Background: an optimization exercise with open tools, aiming at small area, a short achievable clock period and few clock cycles per item. Do not read the settings as production practice. Only simulation tests tie the RTL to the original design; equivalence was not proved.

==> inputs of run E <==
## eq32
module eq32 (
    input  wire               clk,
    input  wire               rst,
    input  wire               in_valid,
    output wire               in_ready,
    input  wire signed [9:0]  in_code,
    output reg                out_valid,
    output reg  signed [15:0] out_y,
    output reg                out_sat,
    input  wire               ctrl_we,
    input  wire               ctrl_bank,
    input  wire               ctrl_bypass,
    input  wire               coef_we,
    input  wire               coef_bank,
    input  wire [4:0]         coef_idx,
    input  wire [19:0]        coef_data
);
==> flow/config.mk <==
export PLATFORM = sky130hd
export DESIGN_NAME = eq32
export DESIGN_NICKNAME = eq32
export VERILOG_FILES = /design/flow/design.v
export SDC_FILE = /design/flow/constraint.sdc
export NUM_CORES = 4
export LEC_CHECK = 0
export CAP_MARGIN = 20
export CORE_MARGIN = 2
export CORE_UTILIZATION = 50
export CTS_CLUSTER_DIAMETER = 80
export CTS_CLUSTER_SIZE = 25
export PLACE_DENSITY = 0.62
export SLEW_MARGIN = 20
export SYNTH_HIERARCHICAL = 1
export SYNTH_MINIMUM_KEEP_SIZE = 0
==> flow/constraint.sdc <==
create_clock -name core_clock -period 14.0 [get_ports {clk}]
set_input_delay 2.8000 -clock core_clock [delete_from_list [all_inputs] [get_ports {clk}]]
set_output_delay 2.8000 -clock core_clock [all_outputs]
set_load 0.01 [all_outputs]
standard.sh (not shown) runs the stock make flow with config.mk's settings and CLKGATE_MAP_FILE= SYNTH_SCRIPT=/design/flow/synth_recipe.tcl, a recipe that flattens the netlist after the stock synthesis.
==> flow/flow/run.sh <==
#!/bin/bash
# The standard layout (the standard.sh: ORFS synthesis to final layout),
# with one change: the port buffers that ORFS adds in placement are
# sky130_fd_sc_hd__buf_4 instead of the buffer it picks by itself.
# ORFS keeps each step's full log under orfs/logs/; make's own output goes to
# standard_flow.log here.
set -euo pipefail
bash standard.sh BUFFER_PORTS_ARGS="-buffer_cell sky130_fd_sc_hd__buf_4" finish > standard_flow.log 2>&1
==> run A: changes against run E <==
--- a/flow/design.v
+++ b/flow/design.v
@@ -17,55 +17,57 @@
 );
     reg        rdy;
     reg        v_q;
     reg [9:0]  c_q;
     reg        cwe_q, cbank_q;
     reg [4:0]  cidx_q;
     reg [19:0] cdata_q;
-    reg        rst_q;             
     assign in_ready = rdy;
     always @(posedge clk) begin
         if (rst) begin
             rdy   <= 1'b0;
             v_q   <= 1'b0;
             cwe_q <= 1'b0;
         end else begin
             rdy   <= 1'b1;
             v_q   <= in_valid & rdy;
             cwe_q <= coef_we;
         end
-        rst_q   <= rst;
         c_q     <= in_code;
         cbank_q <= coef_bank;
         cidx_q  <= coef_idx;
         cdata_q <= coef_data;
     end
     reg         bank, bypass;
     reg [31:0]  wa, wb;           
     reg [639:0] ca, cb;           
     reg [31:0]  sa, sb;           
     reg         d16;              
     always @(posedge clk) begin
         if (rst) begin
             bank   <= 1'b0;
             bypass <= 1'b0;
-        end else if (ctrl_we) begin
-            bank   <= ctrl_bank;
-            bypass <= ctrl_bypass;
-        end
-        if (rst_q) begin
-            wa <= 32'd0;
-            wb <= 32'd0;
-        end else if (cwe_q) begin
-            if (cbank_q) wb[cidx_q] <= 1'b1;
-            else         wa[cidx_q] <= 1'b1;
+            wa     <= 32'd0;
+            wb     <= 32'd0;
+            sa     <= 32'd0;
+            sb     <= 32'd0;
+            d16    <= 1'b1;
+        end else begin
+            if (ctrl_we) begin
+                bank   <= ctrl_bank;
+                bypass <= ctrl_bypass;
+            end
+            if (cwe_q) begin
+                if (cbank_q) wb[cidx_q] <= 1'b1;
+                else         wa[cidx_q] <= 1'b1;
+            end
+            sa  <= {32{~bank & ~bypass}} & wa;
+            sb  <= {32{ bank & ~bypass}} & wb;
+            d16 <= bypass | (~bank & ~wa[16]) | (bank & ~wb[16]);
         end
-        sa  <= {32{~bank & ~bypass}} & wa;
-        sb  <= {32{ bank & ~bypass}} & wb;
-        d16 <= bypass | (~bank & ~wa[16]) | (bank & ~wb[16]);
     end
     genvar k;
     generate
         for (k = 0; k < 32; k = k + 1) begin : g_coef
             always @(posedge clk) begin
                 if (cwe_q && !cbank_q && cidx_q == k) ca[20*k +: 20] <= cdata_q;
                 if (cwe_q &&  cbank_q && cidx_q == k) cb[20*k +: 20] <= cdata_q;
@@ -95,24 +97,26 @@
             assign e_tw[i] = (b2 & ~b1 & ~b0) | (~b2 & b1 & b0);
             assign e_ng[i] = b2 & ~(b1 & b0);
         end
     endgenerate
     reg [159:0] on, tw, ng;
     reg         hv;               
     always @(posedge clk) begin
-        if (rst) hv <= 1'b0;
-        else     hv <= v_q;
-        if (rst_q) begin
+        if (rst) begin
             on <= 160'd0;
             tw <= 160'd0;
             ng <= 160'd0;
-        end else if (v_q) begin
-            on <= {on[154:0], e_on};
-            tw <= {tw[154:0], e_tw};
-            ng <= {ng[154:0], e_ng};
+            hv <= 1'b0;
+        end else begin
+            hv <= v_q;
+            if (v_q) begin
+                on <= {on[154:0], e_on};
+                tw <= {tw[154:0], e_tw};
+                ng <= {ng[154:0], e_ng};
+            end
         end
     end
     wire [3359:0] pp;             
     genvar j;
     generate
         for (k = 0; k < 160; k = k + 1) begin : g_pp
             wire [19:0] hk = h[20*(k/5) +: 20];
@@ -4220,21 +4224,22 @@
         if (rst) vs <= 2'd0;
         else     vs <= {vs[0:0], hv};
     end
     wire [34:0] s0 = {1'b1,r1[76],r1[75],r1[72],n[6988],n[6986],n[6984],n[6982],n[6980],n[6978],n[6976],n[6974],n[6972],n[6970],n[6968],n[6966],n[6964],n[6962],n[6960],n[6958],n[6956],n[6954],n[6952],n[6950],n[6948],n[6946],n[6944],r1[9],r1[6],r1[5],r1[4],r1[3],r1[2],r1[1],r1[0]};
     wire [34:0] s1 = {1'b0,n[6991],n[6990],n[6989],n[6987],n[6985],n[6983],n[6981],n[6979],n[6977],n[6975],n[6973],n[6971],n[6969],n[6967],n[6965],n[6963],n[6961],n[6959],n[6957],n[6955],n[6953],n[6951],n[6949],n[6947],n[6945],n[6943],n[6942],1'b0,1'b0,1'b0,1'b0,1'b0,1'b0,1'b0};
     wire [34:0] u  = s0 + s1;
     wire [34:0] u1 = s0 + s1 + 35'd1;
-    wire        lo = ~&u[33:27];
-    wire        hi = |u1[33:27];
+    wire [22:0] q  = u[34] ? u[34:12] : u1[34:12];
+    wire        q_hi = ~q[22] & (|q[21:15]);
+    wire        q_lo =  q[22] & ~(&q[21:15]);
     always @(posedge clk) begin
         if (rst) out_valid <= 1'b0;
         else     out_valid <= vs[1];
-        out_y   <= u[34] ? (lo ? 16'h8000 : u[27:12]) : (hi ? 16'h7FFF : u1[27:12]);
-        out_sat <= u[34] ? lo : hi;
+        out_y   <= q_hi ? 16'h7FFF : q_lo ? 16'h8000 : q[15:0];
+        out_sat <= q_hi | q_lo;
     end
 endmodule
 module eq32_fa (input wire a, input wire b, input wire c, output wire s, output wire co);
     assign s  = a ^ b ^ c;
     assign co = (a & b) | (a & c) | (b & c);
 endmodule
 module eq32_ha (input wire a, input wire b, output wire s, output wire co);
==> flow/config.mk (replaced) <==
export PLATFORM = sky130hd
export DESIGN_NAME = eq32
export DESIGN_NICKNAME = eq32
export VERILOG_FILES = /design/flow/design.v
export SDC_FILE = /design/flow/constraint.sdc
export NUM_CORES = 4
export LEC_CHECK = 0
export CAP_MARGIN = 20
export CORE_MARGIN = 2
export CORE_UTILIZATION = 50
export PLACE_DENSITY = 0.62
export SLEW_MARGIN = 20
export SYNTH_HIERARCHICAL = 1
export SYNTH_MINIMUM_KEEP_SIZE = 0
==> run Z: changes against run E <==
--- a/flow/design.v
+++ b/flow/design.v
@@ -17,55 +17,57 @@
 );
     reg        rdy;
     reg        v_q;
     reg [9:0]  c_q;
     reg        cwe_q, cbank_q;
     reg [4:0]  cidx_q;
     reg [19:0] cdata_q;
-    reg        rst_q;             
     assign in_ready = rdy;
     always @(posedge clk) begin
         if (rst) begin
             rdy   <= 1'b0;
             v_q   <= 1'b0;
             cwe_q <= 1'b0;
         end else begin
             rdy   <= 1'b1;
             v_q   <= in_valid & rdy;
             cwe_q <= coef_we;
         end
-        rst_q   <= rst;
         c_q     <= in_code;
         cbank_q <= coef_bank;
         cidx_q  <= coef_idx;
         cdata_q <= coef_data;
     end
     reg         bank, bypass;
     reg [31:0]  wa, wb;           
     reg [639:0] ca, cb;           
     reg [31:0]  sa, sb;           
     reg         d16;              
     always @(posedge clk) begin
         if (rst) begin
             bank   <= 1'b0;
             bypass <= 1'b0;
-        end else if (ctrl_we) begin
-            bank   <= ctrl_bank;
-            bypass <= ctrl_bypass;
-        end
-        if (rst_q) begin
-            wa <= 32'd0;
-            wb <= 32'd0;
-        end else if (cwe_q) begin
-            if (cbank_q) wb[cidx_q] <= 1'b1;
-            else         wa[cidx_q] <= 1'b1;
+            wa     <= 32'd0;
+            wb     <= 32'd0;
+            sa     <= 32'd0;
+            sb     <= 32'd0;
+            d16    <= 1'b1;
+        end else begin
+            if (ctrl_we) begin
+                bank   <= ctrl_bank;
+                bypass <= ctrl_bypass;
+            end
+            if (cwe_q) begin
+                if (cbank_q) wb[cidx_q] <= 1'b1;
+                else         wa[cidx_q] <= 1'b1;
+            end
+            sa  <= {32{~bank & ~bypass}} & wa;
+            sb  <= {32{ bank & ~bypass}} & wb;
+            d16 <= bypass | (~bank & ~wa[16]) | (bank & ~wb[16]);
         end
-        sa  <= {32{~bank & ~bypass}} & wa;
-        sb  <= {32{ bank & ~bypass}} & wb;
-        d16 <= bypass | (~bank & ~wa[16]) | (bank & ~wb[16]);
     end
     genvar k;
     generate
         for (k = 0; k < 32; k = k + 1) begin : g_coef
             always @(posedge clk) begin
                 if (cwe_q && !cbank_q && cidx_q == k) ca[20*k +: 20] <= cdata_q;
                 if (cwe_q &&  cbank_q && cidx_q == k) cb[20*k +: 20] <= cdata_q;
@@ -95,24 +97,26 @@
             assign e_tw[i] = (b2 & ~b1 & ~b0) | (~b2 & b1 & b0);
             assign e_ng[i] = b2 & ~(b1 & b0);
         end
     endgenerate
     reg [159:0] on, tw, ng;
     reg         hv;               
     always @(posedge clk) begin
-        if (rst) hv <= 1'b0;
-        else     hv <= v_q;
-        if (rst_q) begin
+        if (rst) begin
             on <= 160'd0;
             tw <= 160'd0;
             ng <= 160'd0;
-        end else if (v_q) begin
-            on <= {on[154:0], e_on};
-            tw <= {tw[154:0], e_tw};
-            ng <= {ng[154:0], e_ng};
+            hv <= 1'b0;
+        end else begin
+            hv <= v_q;
+            if (v_q) begin
+                on <= {on[154:0], e_on};
+                tw <= {tw[154:0], e_tw};
+                ng <= {ng[154:0], e_ng};
+            end
         end
     end
     wire [3359:0] pp;             
     genvar j;
     generate
         for (k = 0; k < 160; k = k + 1) begin : g_pp
             wire [19:0] hk = h[20*(k/5) +: 20];
@@ -4220,21 +4224,22 @@
         if (rst) vs <= 2'd0;
         else     vs <= {vs[0:0], hv};
     end
     wire [34:0] s0 = {1'b1,r1[76],r1[75],r1[72],n[6988],n[6986],n[6984],n[6982],n[6980],n[6978],n[6976],n[6974],n[6972],n[6970],n[6968],n[6966],n[6964],n[6962],n[6960],n[6958],n[6956],n[6954],n[6952],n[6950],n[6948],n[6946],n[6944],r1[9],r1[6],r1[5],r1[4],r1[3],r1[2],r1[1],r1[0]};
     wire [34:0] s1 = {1'b0,n[6991],n[6990],n[6989],n[6987],n[6985],n[6983],n[6981],n[6979],n[6977],n[6975],n[6973],n[6971],n[6969],n[6967],n[6965],n[6963],n[6961],n[6959],n[6957],n[6955],n[6953],n[6951],n[6949],n[6947],n[6945],n[6943],n[6942],1'b0,1'b0,1'b0,1'b0,1'b0,1'b0,1'b0};
     wire [34:0] u  = s0 + s1;
     wire [34:0] u1 = s0 + s1 + 35'd1;
-    wire        lo = ~&u[33:27];
-    wire        hi = |u1[33:27];
+    wire [22:0] q  = u[34] ? u[34:12] : u1[34:12];
+    wire        q_hi = ~q[22] & (|q[21:15]);
+    wire        q_lo =  q[22] & ~(&q[21:15]);
     always @(posedge clk) begin
         if (rst) out_valid <= 1'b0;
         else     out_valid <= vs[1];
-        out_y   <= u[34] ? (lo ? 16'h8000 : u[27:12]) : (hi ? 16'h7FFF : u1[27:12]);
-        out_sat <= u[34] ? lo : hi;
+        out_y   <= q_hi ? 16'h7FFF : q_lo ? 16'h8000 : q[15:0];
+        out_sat <= q_hi | q_lo;
     end
 endmodule
 module eq32_fa (input wire a, input wire b, input wire c, output wire s, output wire co);
     assign s  = a ^ b ^ c;
     assign co = (a & b) | (a & c) | (b & c);
 endmodule
 module eq32_ha (input wire a, input wire b, output wire s, output wire co);
==> flow/run.sh (new file) <==
#!/bin/bash
# synth_recipe.tcl (not shown) runs the flow's synth.tcl, then flattens the netlist and writes it again
# the make line also repeats each setting of config.mk as NAME=value (left out here)
make -C /OpenROAD-flow-scripts/flow DESIGN_CONFIG=/design/flow/config.mk WORK_HOME=/design/flow/orfs CLKGATE_MAP_FILE= SYNTH_SCRIPT=/design/flow/synth_recipe.tcl finish
==> flow/config.mk (replaced) <==
export PLATFORM = sky130hd
export DESIGN_NAME = eq32
export DESIGN_NICKNAME = eq32
export VERILOG_FILES = /design/flow/design.v
export SDC_FILE = /design/flow/constraint.sdc
export NUM_CORES = 4
export LEC_CHECK = 0
export CAP_MARGIN = 20
export CORE_MARGIN = 2
export CORE_UTILIZATION = 50
export PLACE_DENSITY = 0.62
export SLEW_MARGIN = 20
export SYNTH_HIERARCHICAL = 1
export SYNTH_MINIMUM_KEEP_SIZE = 0
removed: flow/flow/run.sh
removed: flow/standard.sh
==> flow_summary.yaml <==
run_status:
  status: "complete, no violations"
timing:
  fin_skew_ns: 0.0841
  relSlewSlack: 0.125
yosys:
  synth_fa_ha_area_frac: 0.335
  synthesis.nets: 19100
cells_and_area:
  nMultiInputCombCells: 12700
setup_path:
  crit_chain: "a22o_1, a22o_1, xor2_1, fa_1, fa_1, fa_1, fa_1, fa_1"
floorplan:
  core_region_area_mm2: 0.417
[end of results for run Z]
==> flow_summary.yaml <==
floorplan:
  core_region_area_mm2: 0.417
cells_and_area:
  nMultiInputCombCells: 12700
run_status:
  status: "complete, no violations"
setup_path:
  crit_chain: "a22o_1, a22o_1, xor2_1, fa_1, fa_1, fa_1, fa_1, fa_1"
yosys:
  synth_fa_ha_area_frac: 0.335
[end of results for run A]
==> flow_summary.yaml <==
yosys:
  synth_fa_ha_area_frac: 0.336
drt:
  final_antenna_net_count: 1
run_status:
  status: "failed layout checks"
  violations: "antenna violations"
setup_path:
  crit_chain: "ha_1, fa_1, ha_1, nand2_1, o21ai_0, a211oi_1, a31oi_1, xnor2_1, nand4b_1, or4_1, or3_4, a211oi_4, o21ai_0"
[end of results for run E]
Testbench counts of run E, summed over its fixed seeds: cycles 8,232, items 8,192.
Testbench counts of run A, summed over its fixed seeds: cycles 8,232, items 8,192.
Testbench counts of run Z, summed over its fixed seeds: cycles 8,232, items 8,192.

-- static timing again, ports no longer ideal --
The flow's constraints put no driver on any port. The routed layouts listed below were extracted and timed again, unchanged, in two steps. Step 1 (the two cells are an assumption about what drives the block):
set clk [get_ports {clk}]
set_driving_cell -lib_cell sky130_fd_sc_hd__clkbuf_16 $clk
set_driving_cell -lib_cell sky130_fd_sc_hd__buf_2 [delete_from_list [all_inputs] $clk]
Step 2 moves the port delays by t, midway between the first and last clock arrival at a register: inputs arrive t later, outputs are due t later. That takes back most of the time a late clock gives input paths. Three values: ideal ports, drivers, drivers and shift; two values: the first two.
run	shift t [ns]	setup slack, ns	worst setup path after step 2	pins driven straight from the clock port
run E	1.126	8.265 / 8.265 / 8.265	register to register	1
run A	1.151	8.224 / 8.224 / 7.861	input to register	1
run Z	1.121	8.348 / 8.348 / 8.327	input to register	1
The setup slack of run A, which loses most, moves by 0.000 ns with the drivers and by -0.363 ns with both steps.
